What follows belongs to an exercise in optimizing a design on an open flow for small area, a short achievable clock period and few clock cycles per item; a production flow would make more cautious choices. Function was not checked in any run shown here: the RTL went through the layout flow alone. No activity file was given, so power comes from the tool's default toggle rates.

## flow/design.v (module list and top-level ports; edited modules follow where they fit)
// module mdu36: 3289 lines
module mdu36 (
    input  wire        clk,
    input  wire        rst,
    input  wire        start,
    input  wire [3:0]  op,
    input  wire        ctm,
    input  wire [35:0] a,
    input  wire [35:0] b,
    input  wire [71:0] c,
    output wire        ready,
    output reg         done,
    output wire [35:0] result,
    output wire [35:0] result_hi,
    output reg         dz,
    output reg         ovf,
    output reg         trap
);
  // ...
==> flow/run.sh <==
#!/bin/bash
# synth_recipe.tcl (not shown) runs the flow's synth.tcl, then flattens the netlist and writes it again
# the make line also repeats each setting of config.mk as NAME=value (left out here)
make -C /OpenROAD-flow-scripts/flow DESIGN_CONFIG=/design/flow/config.mk WORK_HOME=/design/flow/orfs CLKGATE_MAP_FILE= SYNTH_SCRIPT=/design/flow/synth_recipe.tcl finish
==> flow/config.mk <==
export PLATFORM = sky130hd
export DESIGN_NAME = mdu36
export DESIGN_NICKNAME = mdu36
export VERILOG_FILES = /design/flow/design.v
export SDC_FILE = /design/flow/constraint.sdc
export NUM_CORES = 4
export LEC_CHECK = 0
export CAP_MARGIN = 20
export CORE_MARGIN = 2
export CORE_UTILIZATION = 40
export SETUP_SLACK_MARGIN = 3
export SLEW_MARGIN = 20
==> flow/constraint.sdc <==
create_clock -name core_clock -period 13.0 [get_ports {clk}]
set_input_delay 2.6000 -clock core_clock [delete_from_list [all_inputs] [get_ports {clk}]]
set_output_delay 2.6000 -clock core_clock [all_outputs]
set_load 0.01 [all_outputs]
==> flow_summary.yaml, run 1 <==
floorplan:
  die_w_um: 391
  io_pins: 229
global_routing:
  grt-busiest-layer: "met2"
  grt_util_met2_pct: 55.7
  grt_usage_pct: 39.0
cells_and_area:
  area_growth_pct: 10.8
  drive_gt1_share_pct: 8.67
  sh_seq_area_pct: 10.2
  multiInputGateArea_mm2: 0.0482
  fin_util_pct: 44.5
  layout_common_cells: "880 x inv_1, 850 x xnor2_1, 659 x a22oi_1"
  clkCellAreaFrac_pct: 2.06
sta:
  final_max_slew_viol_count: 0
  rsz0062_at_grt: "yes"
  hold_viol_final: 0
  tightest_slew_ns: 1.24
route:
  wl_met1_mm: 118
  wl_per_cell_um: 33.1
  wl_met3_mm: 42.0
  route.vias.total: 60480
setup_path:
  timing.rr.end: "dd[0]"
  endpoint: "dd[30]"
  worstPathMaxFanout: 23
  r2r.worst_path.cells: 41
  cp.depth: 30
synth:
  ys_types: 110
  synth_area_leaders: "fa_1 22%, xnor2_1 13%, a22oi_1 8.3%, edfxtp_1 6.3%, ha_1 5.8%"
  synth.most_common_cell: "inv_1"
  yosys.area_share.simple_pct: 10.3
cts:
  post-cts-setup-buffer-count: 6
  cts_hold_buffers: 0
job:
  cap_violations: 0
power_and_ir_drop:
  seqPwrFrac_pct: 8.2
  p_per_area_mw_per_mm2: 352
  p_switching_mw: 13.5
worst_hold_path:
  min_path_cells: 2
  hold_start: "itc[3]"
  whs_endpoint: "itc[3]"
status:
  status: "finished clean"
placed_design:
  io_buffers: 228
==> inputs of run 2 (changes only) <==
--- a/flow/design.v
+++ b/flow/design.v
@@ -24,17 +24,17 @@
     wire in_mulq   = (op == 4'd1);
     wire in_sqrt   = (op[3:1] == 3'b111);
     wire in_signed = op[3] & ~op[0] & ~(op[2] & op[1]);        
     wire in_trapop = op[3] & op[2] & ~op[1];                   
     wire in_rem    = op[3] & ~op[2] & op[1];                   
     wire [37:0] mx = {{2{in_msgn & a[35]}}, a};           
     wire [38:0] my = {{2{in_msgn & b[35]}}, b, 1'b0};     
     wire [18:0] bone, btwo, bneg;
-    genvar gj, gi;
+    genvar gj;
     generate
         for (gj = 0; gj < 19; gj = gj + 1) begin : g_booth
             wire y0 = my[2*gj];
             wire y1 = my[2*gj+1];
             wire y2 = my[2*gj+2];
             assign bone[gj] = y0 ^ y1;
             assign btwo[gj] = (y2 & ~y1 & ~y0) | (~y2 & y1 & y0);
             assign bneg[gj] = y2;
@@ -3014,271 +3014,185 @@
     wire [71:0] cs_c = {fs1472, fs1470, fs1468, fs1466, fs1464, fs1462, fs1460, fs1458, fs1456, fs1454, fs1452, fs1450, fs1448, fs1446, fs1444, fs1442, fs1440, fs1438, fs1436, fs1434, fs1432, fs1430, fs1428, fs1426, fs1424, fs1422, fs1420, fs1418, fs1416, fs1414, fs1412, fs1410, fs1408, fs1406, fs1404, fs1402, fs1400, fs1398, fs1396, fs1394, fs1392, fs1390, fs1388, fs1386, fs1384, fs1382, fs1380, fs1378, fs1376, fs1374, fs1372, fs1370, fs1368, fs1366, fs1364, fs1362, fs1360, fs1358, fs1356, fs1354, fs1352, fs1350, fs1348, fs1346, fs1344, fs1342, fs1340, fs1338, fs1336, fs1334, hs1332, addend[0]};
     reg  [71:0] ps, pc;
     reg         mq_r, sat_r, mul_r, rem_r, sq_r;
     always @(posedge clk) begin
         ps <= cs_s;
         pc <= cs_c;
     end
     wire [71:0] psum = ps + pc;
-    wire [35:0] a_mag = (in_signed & a[35]) ? (~a + 36'd1) : a;
-    wire [35:0] b_mag = (in_signed & b[35]) ? (~b + 36'd1) : b;
+    wire        a_neg = in_signed & a[35];
+    wire        b_neg = in_signed & b[35];
+    wire [35:0] a_mag = a_neg ? (~a + 36'd1) : a;
+    wire [35:0] b_mag = b_neg ? (~b + 36'd1) : b;
     wire        bzero = (b == 36'd0);
     wire        in_ovf = in_signed & (a == 36'h800000000) & (b == 36'hFFFFFFFFF);
     function [5:0] lzc36(input [35:0] x);
         integer i;
         begin
             lzc36 = 6'd36;
             for (i = 0; i < 36; i = i + 1)
-                if (x[i]) lzc36 = 6'd35 - i[5:0];
+                if (x[i]) lzc36 = 6'd35 - i;
         end
     endfunction
-    wire [5:0]  lza = lzc36(a_mag);
-    wire [5:0]  lzb = lzc36(b_mag);
-    wire [6:0]  kd  = {1'b0, lzb} - {1'b0, lza};
+    wire [5:0]  lza = lzc36(a ^ {36{a_neg}});
+    wire [5:0]  lzb = lzc36(b ^ {36{b_neg}});
+    wire [6:0]  kd  = {1'b0, lzb} - {1'b0, lza} + {6'd0, a_neg};
     wire        kneg = kd[6];
-    reg  [5:0]  dsh;
-    reg  [3:0]  dit;
-    reg  [35:0] sqb;
+    wire [41:0] b_sh3  = {{(42-39){1'b0}}, b_mag, 3'b000};
+    wire [41:0] d_init = b_sh3 << {kd[5:2], 2'b00};
+    wire [3:0]  dit    = {1'b0, kd[5:2]} + 4'd1;
+    reg  [41:0] sqb;
     reg  [3:0]  sqit;
     always @(*) begin
-        case (kd[5:0])
-            0: dsh = 6'd2;
-            1: dsh = 6'd2;
-            2: dsh = 6'd2;
-            3: dsh = 6'd5;
-            4: dsh = 6'd5;
-            5: dsh = 6'd5;
-            6: dsh = 6'd8;
-            7: dsh = 6'd8;
-            8: dsh = 6'd8;
-            9: dsh = 6'd11;
-            10: dsh = 6'd11;
-            11: dsh = 6'd11;
-            12: dsh = 6'd14;
-            13: dsh = 6'd14;
-            14: dsh = 6'd14;
-            15: dsh = 6'd17;
-            16: dsh = 6'd17;
-            17: dsh = 6'd17;
-            18: dsh = 6'd20;
-            19: dsh = 6'd20;
-            20: dsh = 6'd20;
-            21: dsh = 6'd23;
-            22: dsh = 6'd23;
-            23: dsh = 6'd23;
-            24: dsh = 6'd26;
-            25: dsh = 6'd26;
-            26: dsh = 6'd26;
-            27: dsh = 6'd29;
-            28: dsh = 6'd29;
-            29: dsh = 6'd29;
-            30: dsh = 6'd32;
-            31: dsh = 6'd32;
-            32: dsh = 6'd32;
-            33: dsh = 6'd35;
-            34: dsh = 6'd35;
-            35: dsh = 6'd35;
-            default: dsh = 0;
-        endcase
-        case (kd[5:0])
-            0: dit = 4'd1;
-            1: dit = 4'd1;
-            2: dit = 4'd1;
-            3: dit = 4'd2;
-            4: dit = 4'd2;
-            5: dit = 4'd2;
-            6: dit = 4'd3;
-            7: dit = 4'd3;
-            8: dit = 4'd3;
-            9: dit = 4'd4;
-            10: dit = 4'd4;
-            11: dit = 4'd4;
-            12: dit = 4'd5;
-            13: dit = 4'd5;
-            14: dit = 4'd5;
-            15: dit = 4'd6;
-            16: dit = 4'd6;
-            17: dit = 4'd6;
-            18: dit = 4'd7;
-            19: dit = 4'd7;
-            20: dit = 4'd7;
-            21: dit = 4'd8;
-            22: dit = 4'd8;
-            23: dit = 4'd8;
-            24: dit = 4'd9;
-            25: dit = 4'd9;
-            26: dit = 4'd9;
-            27: dit = 4'd10;
-            28: dit = 4'd10;
-            29: dit = 4'd10;
-            30: dit = 4'd11;
-            31: dit = 4'd11;
-            32: dit = 4'd11;
-            33: dit = 4'd12;
-            34: dit = 4'd12;
-            35: dit = 4'd12;
-            default: dit = 0;
-        endcase
-        case (lza)
-            0: sqb = {{(36-1){1'b0}}, 1'b1} << 34;
-            1: sqb = {{(36-1){1'b0}}, 1'b1} << 34;
-            2: sqb = {{(36-1){1'b0}}, 1'b1} << 34;
-            3: sqb = {{(36-1){1'b0}}, 1'b1} << 34;
-            4: sqb = {{(36-1){1'b0}}, 1'b1} << 34;
-            5: sqb = {{(36-1){1'b0}}, 1'b1} << 34;
-            6: sqb = {{(36-1){1'b0}}, 1'b1} << 28;
-            7: sqb = {{(36-1){1'b0}}, 1'b1} << 28;
-            8: sqb = {{(36-1){1'b0}}, 1'b1} << 28;
-            9: sqb = {{(36-1){1'b0}}, 1'b1} << 28;
-            10: sqb = {{(36-1){1'b0}}, 1'b1} << 28;
-            11: sqb = {{(36-1){1'b0}}, 1'b1} << 28;
-            12: sqb = {{(36-1){1'b0}}, 1'b1} << 22;
-            13: sqb = {{(36-1){1'b0}}, 1'b1} << 22;
-            14: sqb = {{(36-1){1'b0}}, 1'b1} << 22;
-            15: sqb = {{(36-1){1'b0}}, 1'b1} << 22;
-            16: sqb = {{(36-1){1'b0}}, 1'b1} << 22;
-            17: sqb = {{(36-1){1'b0}}, 1'b1} << 22;
-            18: sqb = {{(36-1){1'b0}}, 1'b1} << 16;
-            19: sqb = {{(36-1){1'b0}}, 1'b1} << 16;
-            20: sqb = {{(36-1){1'b0}}, 1'b1} << 16;
-            21: sqb = {{(36-1){1'b0}}, 1'b1} << 16;
-            22: sqb = {{(36-1){1'b0}}, 1'b1} << 16;
-            23: sqb = {{(36-1){1'b0}}, 1'b1} << 16;
-            24: sqb = {{(36-1){1'b0}}, 1'b1} << 10;
-            25: sqb = {{(36-1){1'b0}}, 1'b1} << 10;
-            26: sqb = {{(36-1){1'b0}}, 1'b1} << 10;
-            27: sqb = {{(36-1){1'b0}}, 1'b1} << 10;
-            28: sqb = {{(36-1){1'b0}}, 1'b1} << 10;
-            29: sqb = {{(36-1){1'b0}}, 1'b1} << 10;
-            30: sqb = {{(36-1){1'b0}}, 1'b1} << 4;
-            31: sqb = {{(36-1){1'b0}}, 1'b1} << 4;
-            32: sqb = {{(36-1){1'b0}}, 1'b1} << 4;
-            33: sqb = {{(36-1){1'b0}}, 1'b1} << 4;
-            34: sqb = {{(36-1){1'b0}}, 1'b1} << 4;
-            35: sqb = {{(36-1){1'b0}}, 1'b1} << 4;
-            36: sqb = 36'd0;
-            default: sqb = 0;
-        endcase
         case (lza)
-            0: sqit = 4'd6;
-            1: sqit = 4'd6;
-            2: sqit = 4'd6;
-            3: sqit = 4'd6;
-            4: sqit = 4'd6;
-            5: sqit = 4'd6;
-            6: sqit = 4'd5;
-            7: sqit = 4'd5;
-            8: sqit = 4'd5;
-            9: sqit = 4'd5;
-            10: sqit = 4'd5;
-            11: sqit = 4'd5;
-            12: sqit = 4'd4;
-            13: sqit = 4'd4;
-            14: sqit = 4'd4;
-            15: sqit = 4'd4;
-            16: sqit = 4'd4;
-            17: sqit = 4'd4;
-            18: sqit = 4'd3;
-            19: sqit = 4'd3;
-            20: sqit = 4'd3;
-            21: sqit = 4'd3;
-            22: sqit = 4'd3;
-            23: sqit = 4'd3;
-            24: sqit = 4'd2;
-            25: sqit = 4'd2;
-            26: sqit = 4'd2;
-            27: sqit = 4'd2;
-            28: sqit = 4'd2;
-            29: sqit = 4'd2;
-            30: sqit = 4'd1;
-            31: sqit = 4'd1;
-            32: sqit = 4'd1;
-            33: sqit = 4'd1;
-            34: sqit = 4'd1;
-            35: sqit = 4'd1;
-            36: sqit = 4'd0;
-            default: sqit = 0;
+            6'd0: begin sqb = {{(42-1){1'b0}}, 1'b1} << 38; sqit = 4'd5; end
+            6'd1: begin sqb = {{(42-1){1'b0}}, 1'b1} << 38; sqit = 4'd5; end
+            6'd2: begin sqb = {{(42-1){1'b0}}, 1'b1} << 38; sqit = 4'd5; end
+            6'd3: begin sqb = {{(42-1){1'b0}}, 1'b1} << 38; sqit = 4'd5; end
+            6'd4: begin sqb = {{(42-1){1'b0}}, 1'b1} << 30; sqit = 4'd4; end
+            6'd5: begin sqb = {{(42-1){1'b0}}, 1'b1} << 30; sqit = 4'd4; end
+            6'd6: begin sqb = {{(42-1){1'b0}}, 1'b1} << 30; sqit = 4'd4; end
+            6'd7: begin sqb = {{(42-1){1'b0}}, 1'b1} << 30; sqit = 4'd4; end
+            6'd8: begin sqb = {{(42-1){1'b0}}, 1'b1} << 30; sqit = 4'd4; end
+            6'd9: begin sqb = {{(42-1){1'b0}}, 1'b1} << 30; sqit = 4'd4; end
+            6'd10: begin sqb = {{(42-1){1'b0}}, 1'b1} << 30; sqit = 4'd4; end
+            6'd11: begin sqb = {{(42-1){1'b0}}, 1'b1} << 30; sqit = 4'd4; end
+            6'd12: begin sqb = {{(42-1){1'b0}}, 1'b1} << 22; sqit = 4'd3; end
+            6'd13: begin sqb = {{(42-1){1'b0}}, 1'b1} << 22; sqit = 4'd3; end
+            6'd14: begin sqb = {{(42-1){1'b0}}, 1'b1} << 22; sqit = 4'd3; end
+            6'd15: begin sqb = {{(42-1){1'b0}}, 1'b1} << 22; sqit = 4'd3; end
+            6'd16: begin sqb = {{(42-1){1'b0}}, 1'b1} << 22; sqit = 4'd3; end
+            6'd17: begin sqb = {{(42-1){1'b0}}, 1'b1} << 22; sqit = 4'd3; end
+            6'd18: begin sqb = {{(42-1){1'b0}}, 1'b1} << 22; sqit = 4'd3; end
+            6'd19: begin sqb = {{(42-1){1'b0}}, 1'b1} << 22; sqit = 4'd3; end
+            6'd20: begin sqb = {{(42-1){1'b0}}, 1'b1} << 14; sqit = 4'd2; end
+            6'd21: begin sqb = {{(42-1){1'b0}}, 1'b1} << 14; sqit = 4'd2; end
+            6'd22: begin sqb = {{(42-1){1'b0}}, 1'b1} << 14; sqit = 4'd2; end
+            6'd23: begin sqb = {{(42-1){1'b0}}, 1'b1} << 14; sqit = 4'd2; end
+            6'd24: begin sqb = {{(42-1){1'b0}}, 1'b1} << 14; sqit = 4'd2; end
+            6'd25: begin sqb = {{(42-1){1'b0}}, 1'b1} << 14; sqit = 4'd2; end
+            6'd26: begin sqb = {{(42-1){1'b0}}, 1'b1} << 14; sqit = 4'd2; end
+            6'd27: begin sqb = {{(42-1){1'b0}}, 1'b1} << 14; sqit = 4'd2; end
+            6'd28: begin sqb = {{(42-1){1'b0}}, 1'b1} << 6; sqit = 4'd1; end
+            6'd29: begin sqb = {{(42-1){1'b0}}, 1'b1} << 6; sqit = 4'd1; end
+            6'd30: begin sqb = {{(42-1){1'b0}}, 1'b1} << 6; sqit = 4'd1; end
+            6'd31: begin sqb = {{(42-1){1'b0}}, 1'b1} << 6; sqit = 4'd1; end
+            6'd32: begin sqb = {{(42-1){1'b0}}, 1'b1} << 6; sqit = 4'd1; end
+            6'd33: begin sqb = {{(42-1){1'b0}}, 1'b1} << 6; sqit = 4'd1; end
+            6'd34: begin sqb = {{(42-1){1'b0}}, 1'b1} << 6; sqit = 4'd1; end
+            6'd35: begin sqb = {{(42-1){1'b0}}, 1'b1} << 6; sqit = 4'd1; end
+            6'd36: begin sqb = 42'd0; sqit = 4'd0; end
+            default: begin sqb = 42'd0; sqit = 4'd0; end
         endcase
     end
-    wire [37:0] d_init = {{(38-36){1'b0}}, b_mag} << dsh;
     wire [3:0]  it_init = in_sqrt ? sqit : ((bzero | kneg) ? 4'd0 : dit);
     reg  [35:0] dr;           
-    reg  [37:0] dd;           
-    reg  [35:0] dq;           
+    reg  [41:0] dd;           
+    reg  [41:0] dq;           
     reg  [3:0]  itc;          
     reg  [3:0]  tcnt;         
     reg         ctm_r, negq_r, negr_r;
-    wire [35:0] st_r0 = dr;
-    wire [37:0] st_d0 = dd;
-    wire [35:0] st_q0 = dq;
-    wire [38:0] st_sub0  = {1'b0, st_d0} | ({39{sq_r}} & {1'b0, st_q0[37:0]});
-    wire [39:0] st_dif0 = {4'b0, st_r0} - {1'b0, st_sub0};
-    wire        st_ge0  = ~st_dif0[39];
-    wire [35:0] st_r1  = st_ge0 ? st_dif0[35:0] : st_r0;
-    wire [37:0] st_d1  = {1'b0, st_d0[37:1]} | (sq_r & st_ge0 ? st_q0[37:0] : 38'd0);
-    wire [35:0] st_q1  = sq_r ? {2'b00, st_q0[35:2]} : {st_q0[34:0], st_ge0};
-    wire [38:0] st_sub1  = {1'b0, st_d1} | ({39{sq_r}} & {1'b0, st_q1[37:0]});
-    wire [39:0] st_dif1 = {4'b0, st_r1} - {1'b0, st_sub1};
-    wire        st_ge1  = ~st_dif1[39];
-    wire [35:0] st_r2  = st_ge1 ? st_dif1[35:0] : st_r1;
-    wire [37:0] st_d2  = {1'b0, st_d1[37:1]} | (sq_r & st_ge1 ? st_q1[37:0] : 38'd0);
-    wire [35:0] st_q2  = sq_r ? {2'b00, st_q1[35:2]} : {st_q1[34:0], st_ge1};
-    wire [38:0] st_sub2  = {1'b0, st_d2} | ({39{sq_r}} & {1'b0, st_q2[37:0]});
-    wire [39:0] st_dif2 = {4'b0, st_r2} - {1'b0, st_sub2};
-    wire        st_ge2  = ~st_dif2[39];
-    wire [35:0] st_r3  = st_ge2 ? st_dif2[35:0] : st_r2;
-    wire [37:0] st_d3  = {1'b0, st_d2[37:1]} | (sq_r & st_ge2 ? st_q2[37:0] : 38'd0);
-    wire [35:0] st_q3  = sq_r ? {2'b00, st_q2[35:2]} : {st_q2[34:0], st_ge2};
+    wire [35:0] r0 = dr;
+    wire [41:0] d0 = dd;
+    wire [41:0] q0 = dq;
+    wire [41:0] s0_x1  = d0 | ({42{sq_r}} & q0);
+    wire [41:0] s0_x2a = {1'b0, d0[41:1]} | ({42{sq_r}} & {2'b00, q0[41:2]});
+    wire [41:0] s0_x2b = {1'b0, d0[41:1]} | ({42{sq_r}} & (q0 | {2'b00, q0[41:2]}));
+    wire        s0_o1  = |s0_x1[41:36];
+    wire        s0_o2a = |s0_x2a[41:36];
+    wire        s0_o2b = |s0_x2b[41:36];
+    wire [36:0] s0_t1  = {1'b0, r0} - {1'b0, s0_x1[35:0]};
+    wire [36:0] s0_t2a = {1'b0, r0} - {1'b0, s0_x2a[35:0]};
+    wire [37:0] s0_ca = {2'b00, s0_x1[35:0]};
+    wire [37:0] s0_cb = {2'b00, s0_x2b[35:0]};
+    wire [37:0] s0_cc = ~{2'b00, r0};
+    wire [37:0] s0_cs = s0_ca ^ s0_cb ^ s0_cc;
+    wire [37:0] s0_cy = (s0_ca & s0_cb) | (s0_ca & s0_cc) | (s0_cb & s0_cc);
+    wire [37:0] s0_u   = s0_cs + {s0_cy[36:0], 1'b0};
+    wire        s0_c1  = ~s0_o1 & ~s0_t1[36];
+    wire        s0_c2a = ~s0_o2a & ~s0_t2a[36];
+    wire        s0_c2b = ~s0_o1 & ~s0_o2b & s0_u[37];
+    wire        s0_g2  = s0_c1 ? s0_c2b : s0_c2a;
+    wire [35:0] r1 = s0_c1 ? (s0_c2b ? ~s0_u[35:0] : s0_t1[35:0])
+                              : (s0_c2a ? s0_t2a[35:0] : r0);
+    wire [41:0] d1 = {2'b00, d0[41:2]} |
+                      ({42{sq_r & s0_c1}} & {1'b0, q0[41:1]}) |
+                      ({42{sq_r & s0_g2}} & {2'b00, q0[41:2]});
+    wire [41:0] q1 = sq_r ? {4'b0000, q0[41:4]} : {q0[39:0], s0_c1, s0_g2};
+    wire [41:0] s1_x1  = d1 | ({42{sq_r}} & q1);
+    wire [41:0] s1_x2a = {1'b0, d1[41:1]} | ({42{sq_r}} & {2'b00, q1[41:2]});
+    wire [41:0] s1_x2b = {1'b0, d1[41:1]} | ({42{sq_r}} & (q1 | {2'b00, q1[41:2]}));
+    wire        s1_o1  = |s1_x1[41:36];
+    wire        s1_o2a = |s1_x2a[41:36];
+    wire        s1_o2b = |s1_x2b[41:36];
+    wire [36:0] s1_t1  = {1'b0, r1} - {1'b0, s1_x1[35:0]};
+    wire [36:0] s1_t2a = {1'b0, r1} - {1'b0, s1_x2a[35:0]};
+    wire [37:0] s1_ca = {2'b00, s1_x1[35:0]};
+    wire [37:0] s1_cb = {2'b00, s1_x2b[35:0]};
+    wire [37:0] s1_cc = ~{2'b00, r1};
+    wire [37:0] s1_cs = s1_ca ^ s1_cb ^ s1_cc;
+    wire [37:0] s1_cy = (s1_ca & s1_cb) | (s1_ca & s1_cc) | (s1_cb & s1_cc);
+    wire [37:0] s1_u   = s1_cs + {s1_cy[36:0], 1'b0};
+    wire        s1_c1  = ~s1_o1 & ~s1_t1[36];
+    wire        s1_c2a = ~s1_o2a & ~s1_t2a[36];
+    wire        s1_c2b = ~s1_o1 & ~s1_o2b & s1_u[37];
+    wire        s1_g2  = s1_c1 ? s1_c2b : s1_c2a;
+    wire [35:0] r2 = s1_c1 ? (s1_c2b ? ~s1_u[35:0] : s1_t1[35:0])
+                              : (s1_c2a ? s1_t2a[35:0] : r1);
+    wire [41:0] d2 = {2'b00, d1[41:2]} |
+                      ({42{sq_r & s1_c1}} & {1'b0, q1[41:1]}) |
+                      ({42{sq_r & s1_g2}} & {2'b00, q1[41:2]});
+    wire [41:0] q2 = sq_r ? {4'b0000, q1[41:4]} : {q1[39:0], s1_c1, s1_g2};
     wire        running = busy & (itc != 4'd0);
     always @(posedge clk) begin
         if (acc & ~in_mul) begin
             dr <= a_mag;
-            dd <= in_sqrt ? 38'd0 : d_init;
-            dq <= in_sqrt ? sqb : (bzero ? {{(36-36){1'b0}}, a_mag} : 36'd0);
+            dd <= in_sqrt ? 42'd0 : d_init;
+            dq <= in_sqrt ? sqb : (bzero ? {{(42-36){1'b0}}, a_mag} : 42'd0);
         end else if (running) begin
-            dr <= st_r3;
-            dd <= st_d3;
-            dq <= st_q3;
+            dr <= r2;
+            dd <= d2;
+            dq <= q2;
         end
     end
     always @(posedge clk) begin
         if (acc) begin
             mq_r   <= in_mulq;
             sat_r  <= in_mulq & (a == 36'h800000000) & (b == 36'h800000000);
             mul_r  <= in_mul;
             rem_r  <= in_rem;
             sq_r   <= in_sqrt;
             ctm_r  <= ctm;
             negq_r <= in_signed & (bzero ? a[35] : (a[35] ^ b[35]));
-            negr_r <= in_signed & a[35];
+            negr_r <= a_neg;
             dz     <= ~in_mul & ~in_sqrt & bzero & ~in_trapop;
             trap   <= ~in_mul & ~in_sqrt & bzero & in_trapop;
             ovf    <= ~in_mul & in_ovf;
         end
     end
     always @(posedge clk) begin
         if (rst) begin
             busy <= 1'b0;
             done <= 1'b0;
             itc  <= 4'd0;
         end else begin
             done <= 1'b0;
             if (acc) begin
                 itc  <= in_mul ? 4'd0 : it_init;
-                tcnt <= 4'd12;
+                tcnt <= 4'd10;
                 if (in_mul | (~ctm & (it_init == 4'd0)))
                     done <= 1'b1;
                 else
                     busy <= 1'b1;
             end else if (busy) begin
                 if (itc != 4'd0)
                     itc <= itc - 4'd1;
-                tcnt <= tcnt - 1'b1;
-                if (ctm_r ? (tcnt == 1) : (itc == 4'd1)) begin
+                tcnt <= tcnt - 4'd1;
+                if (ctm_r ? (tcnt == 4'd1) : (itc == 4'd1)) begin
                     busy <= 1'b0;
                     done <= 1'b1;
                 end
             end
         end
     end
     wire [35:0] dsel   = rem_r ? dr : (sq_r ? dd[35:0] : dq[35:0]);
     wire        dneg   = rem_r ? negr_r : negq_r;
==> flow/config.mk (replaced) <==
export PLATFORM = sky130hd
export DESIGN_NAME = mdu36
export DESIGN_NICKNAME = mdu36
export VERILOG_FILES = /design/flow/design.v
export SDC_FILE = /design/flow/constraint.sdc
export NUM_CORES = 4
export LEC_CHECK = 0
export CAP_MARGIN = 20
export CORE_MARGIN = 2
export CORE_UTILIZATION = 40
export SETUP_SLACK_MARGIN = 4
export SLEW_MARGIN = 20
==> run 2 against run 1 <==
Design area rose by 16%. Power shrank 13%. Critical path depth is 1 lower. Critical path type is now flop to flop.
==> flow_summary.yaml, run 2 <==
sta:
  layout_min_cycle_time_ns: 8.99
  fmax_mhz: 111
  period_share_pct: 69.2
  skew_ns: 0.0256
  fin_setup_tns_ns: 0
  final_max_slew_viol_count: 0
  setup_viol: 0
  relSlewSlack_pct: 18.2
  rsz0062_at_grt: "yes"
  tightest_slew_ns: 1.22
  hold_viol_final: 0
synth:
  yosys_warnings: 1
  syn-instance-count: 8472
  syn-num-nets: 9819
  syn_area_mm2: 0.0684
  ys_types: 91
  ys.flop_type: "dfxtp_1"
  ys_seq_area_share_pct: 10.3
  synth-seq-cells: 285
  synth_area_leaders: "fa_1 21%, xnor2_1 11%, ha_1 8.5%, a22oi_1 7.4%, inv_1 6.2%"
  synthTopCellsByCount: "1126 x inv_1, 879 x xnor2_1, 731 x fa_1, 672 x a22oi_1, 510 x clkbuf_1"
  synth.most_common_cell: "inv_1"
  synth.largest_area_cell: "fa_1"
  synth_top_area_share_pct: 21.4
  synth-edff-count: 135
  async_flop_share_pct: 0
  syn_area_per_cell_um2: 8.07
power_and_ir_drop:
  p_per_area_mw_per_mm2: 263
  combPwrFrac_pct: 85.6
  pwr-share-clk_pct: 5.6
  seqPwrFrac_pct: 8.8
  swShare_pct: 56.6
  p_total_mw: 20.3
  p_switching_mw: 11.5
  vdd_drop_max_v: 0.000378
  p_int_mw: 8.82
  p_leak_nw: 33.4
setup_path:
  r2r.worst_path.cells: 29
  crit_path_start: "sq_r"
  crit_slowest_cell: "o41a_4"
  cp_data_arrival_time_ns: 9.43
  ff2ff_setup_slack_ns: 4.01
  cp_slowest_stage_delay_ns: 0.74
  critPathKind: "flop to flop"
  required_ns: 13.43
  critPathCaptureType: "flop"
  cpMostUsedCell: "buf_6"
  endpoint: "dd[14]"
  timing.rr.end: "dd[14]"
  regToRegStartpoint: "sq_r"
  worstPathMaxFanout: 25
  cp-start-kind: "flop"
cts:
  cts_root_buf: "clkbuf_16"
  cts.path.max_buffers: 3
  cts_hold_buffers: 0
  path_clk_slew_ns: 0.07
  clk_latency_ns: 0.61
  h-tree-depth: 2
  cts_sinks: 285
  numCtsBuffers: 37
  cts_tree: "done"
route:
  dr.pass1.iters: 9
  drc: 0
  drt-initial-drc-count: 8912
  wirelength_mm: 335
  route.vias.total: 68546
  postRouteAntennaNets: 0
  wl_per_cell_um: 31.2
  vias_per_cell: 6.39
cells_and_area:
  final_common_cell: "inv_1"
  stdcell_count: 10728
  drive_gt1_share_pct: 9.76
  layout_common_cells: "1116 x inv_1, 876 x xnor2_1, 727 x fa_1"
  area_growth_pct: 13.1
  stdcell_area_mm2: 0.0773
  fin_nets: 9818
  top_regs: "pc x72, ps x72"
  num-fill-cells: 16778
  fin_util_pct: 45.6
placed_design:
  placed_area_mm2: 0.0726
  place.gp.congestion: 1.04
  place_inst: 10482
  io_buffers: 228
  post-dp-hpwl_mm: 245
global_routing:
  grt_pass1_wl_mm: 474
  grt_usage_pct: 37.0
  grt_pass1_vias: 67613
  grt_max_degree: 71
  antenna_found_initial: 17
  grt_overflow: 0
floorplan:
  rows: 151
  die_w_um: 417
  die_area_mm2: 0.174
  core_mm2: 0.170
  start_util_pct: 40.3
  dieHeight_um: 417
  io_pins: 229
status:
  status: "finished clean"
worst_hold_path:
  hold_class: "flop to flop"
job:
  cap_violations: 0
run 2: changes by cell type in the layout (fill, tap and decap cells not counted), moves of 36 or more:
cell      delta
nand2b_1    +50
xor2_1      +52
buf_4       +69
nand2_1     +97
nor2_1      +95
nand3_1     +40
ha_1       +160
fa_1        +71
inv_1      +236
a21o_1      +96
o21ai_0     +73
mux2_2      -36
run 2: metrics by stage:
step                hold WS (ns)  setup slack, ns
finish                     0.579             4.01
global route               0.610             3.85
CTS                        0.575             3.88
detailed placement         0.569             1.91
global placement           0.519             1.96
floorplan                  0.499             4.00
run 2: area by class of cell:
class	count	area, um2	share of cell area (%)
diodes	13	32.5	0.0421
clock buffers	48	1040	1.34
clock inverters	17	225	0.291
inverters	1135	4310	5.57
multi-input cells	6415	56400	72.9
flip-flops and latches	285	7060	9.13
well taps	2218	2780	3.59
repair buffers	595	5480	7.09
repair inverters	2	10.0	0.0129
run 2: cell families (layout without fill, tap and decap cells):
family                     Yosys count  after routing  synth area share [%]
adders and majority gates         1195           1195                  29.9
and+or+nand+nor                   1639           1639                  11.3
AOI/OAI and AO/OA                 2460           2463                  24.2
DFF                                285            285                  10.3
other                                0             13                     0
muxes                               92             92                  1.38
buffers and inverters             1775           1797                  9.79
xor gates and xnor gates          1026           1026                  13.2
run 2: repair_timing:
action / 4_1_cts / 5_1_grt
gates cloned: 10 / 11
buffers inserted: 67 / 78
resized for setup: 167 / 230
setup endpoints to repair: 93 / 101
pin swaps: 34 / 67
run 2: power groups by stage:
stage	clock (mW)	sequential (mW)	combinational (mW)
after floorplan	0	1.63	9.97
after global placement	0	1.78	16.2
after detailed placement	0	1.78	16.5
after CTS	1.14	1.76	16.7
after global routing	1.17	1.79	18.9
final	1.14	1.79	17.4
run 2: worst max-delay path: cells and delay by family, from the launching register on:
| family | cells | cell delay [ns] |
|---|---|---|
| adders and majority gates | 1 | 0.39 |
| AOI/OAI and AO/OA | 10 | 3.02 |
| buffers and inverters | 8 | 1.59 |
| muxes | 1 | 0.32 |
| and+or+nand+nor | 9 | 3.00 |
| DFF | 1 | 0.44 |
run 2: how the worst min path moves through the flow:
| stage | to | from | cells after the start |
|---|---|---|---|
| final | itc[3] | itc[3] | 2 |
| after floorplan | itc[3] | itc[3] | 2 |
| after global placement | itc[3] | itc[3] | 2 |
| after global routing | itc[3] | itc[3] | 2 |
| after detailed placement | itc[3] | itc[3] | 2 |
| after CTS | itc[3] | itc[3] | 2 |
run 2: routing by layer:
| layer | GRT usage (%) | routed length [um] |
|---|---|---|
| met1 | 44.3 | 119000 |
| met2 | 57.5 | 147000 |
| met3 | 8.47 | 36800 |
| met4 | 28.7 | 32200 |
| met5 | 0 | 28 |

-- port drivers added, routing unchanged --
No port has a modelled driver above. Below, the same layouts with a new extraction and two added sets of constraints. Step 1 assumes that a clkbuf_16 drives the clock port and a buf_2 every other input. Step 2 adds t to the input delays and takes it off the output delays; t is the mean of the earliest and latest rising clock arrival at the registers after step 1. Input paths then give back, and output paths get back, about the clock's delay inside the block. a / b / c = ideal ports / drivers / drivers and shift; a / b = the first two.
run	t, ns	setup WS [ns]	worst register clock-pin slew, ns
run 1	0.692	3.074 / 3.065 / 2.373	0.08 / 0.08
run 2	0.665	4.005 / 4.005 / 3.545	0.07 / 0.07
After both steps setup and hold are still met in every run listed. For run 1, which loses most, drivers alone change the setup slack by -0.009 ns; drivers and shift together by -0.701 ns.
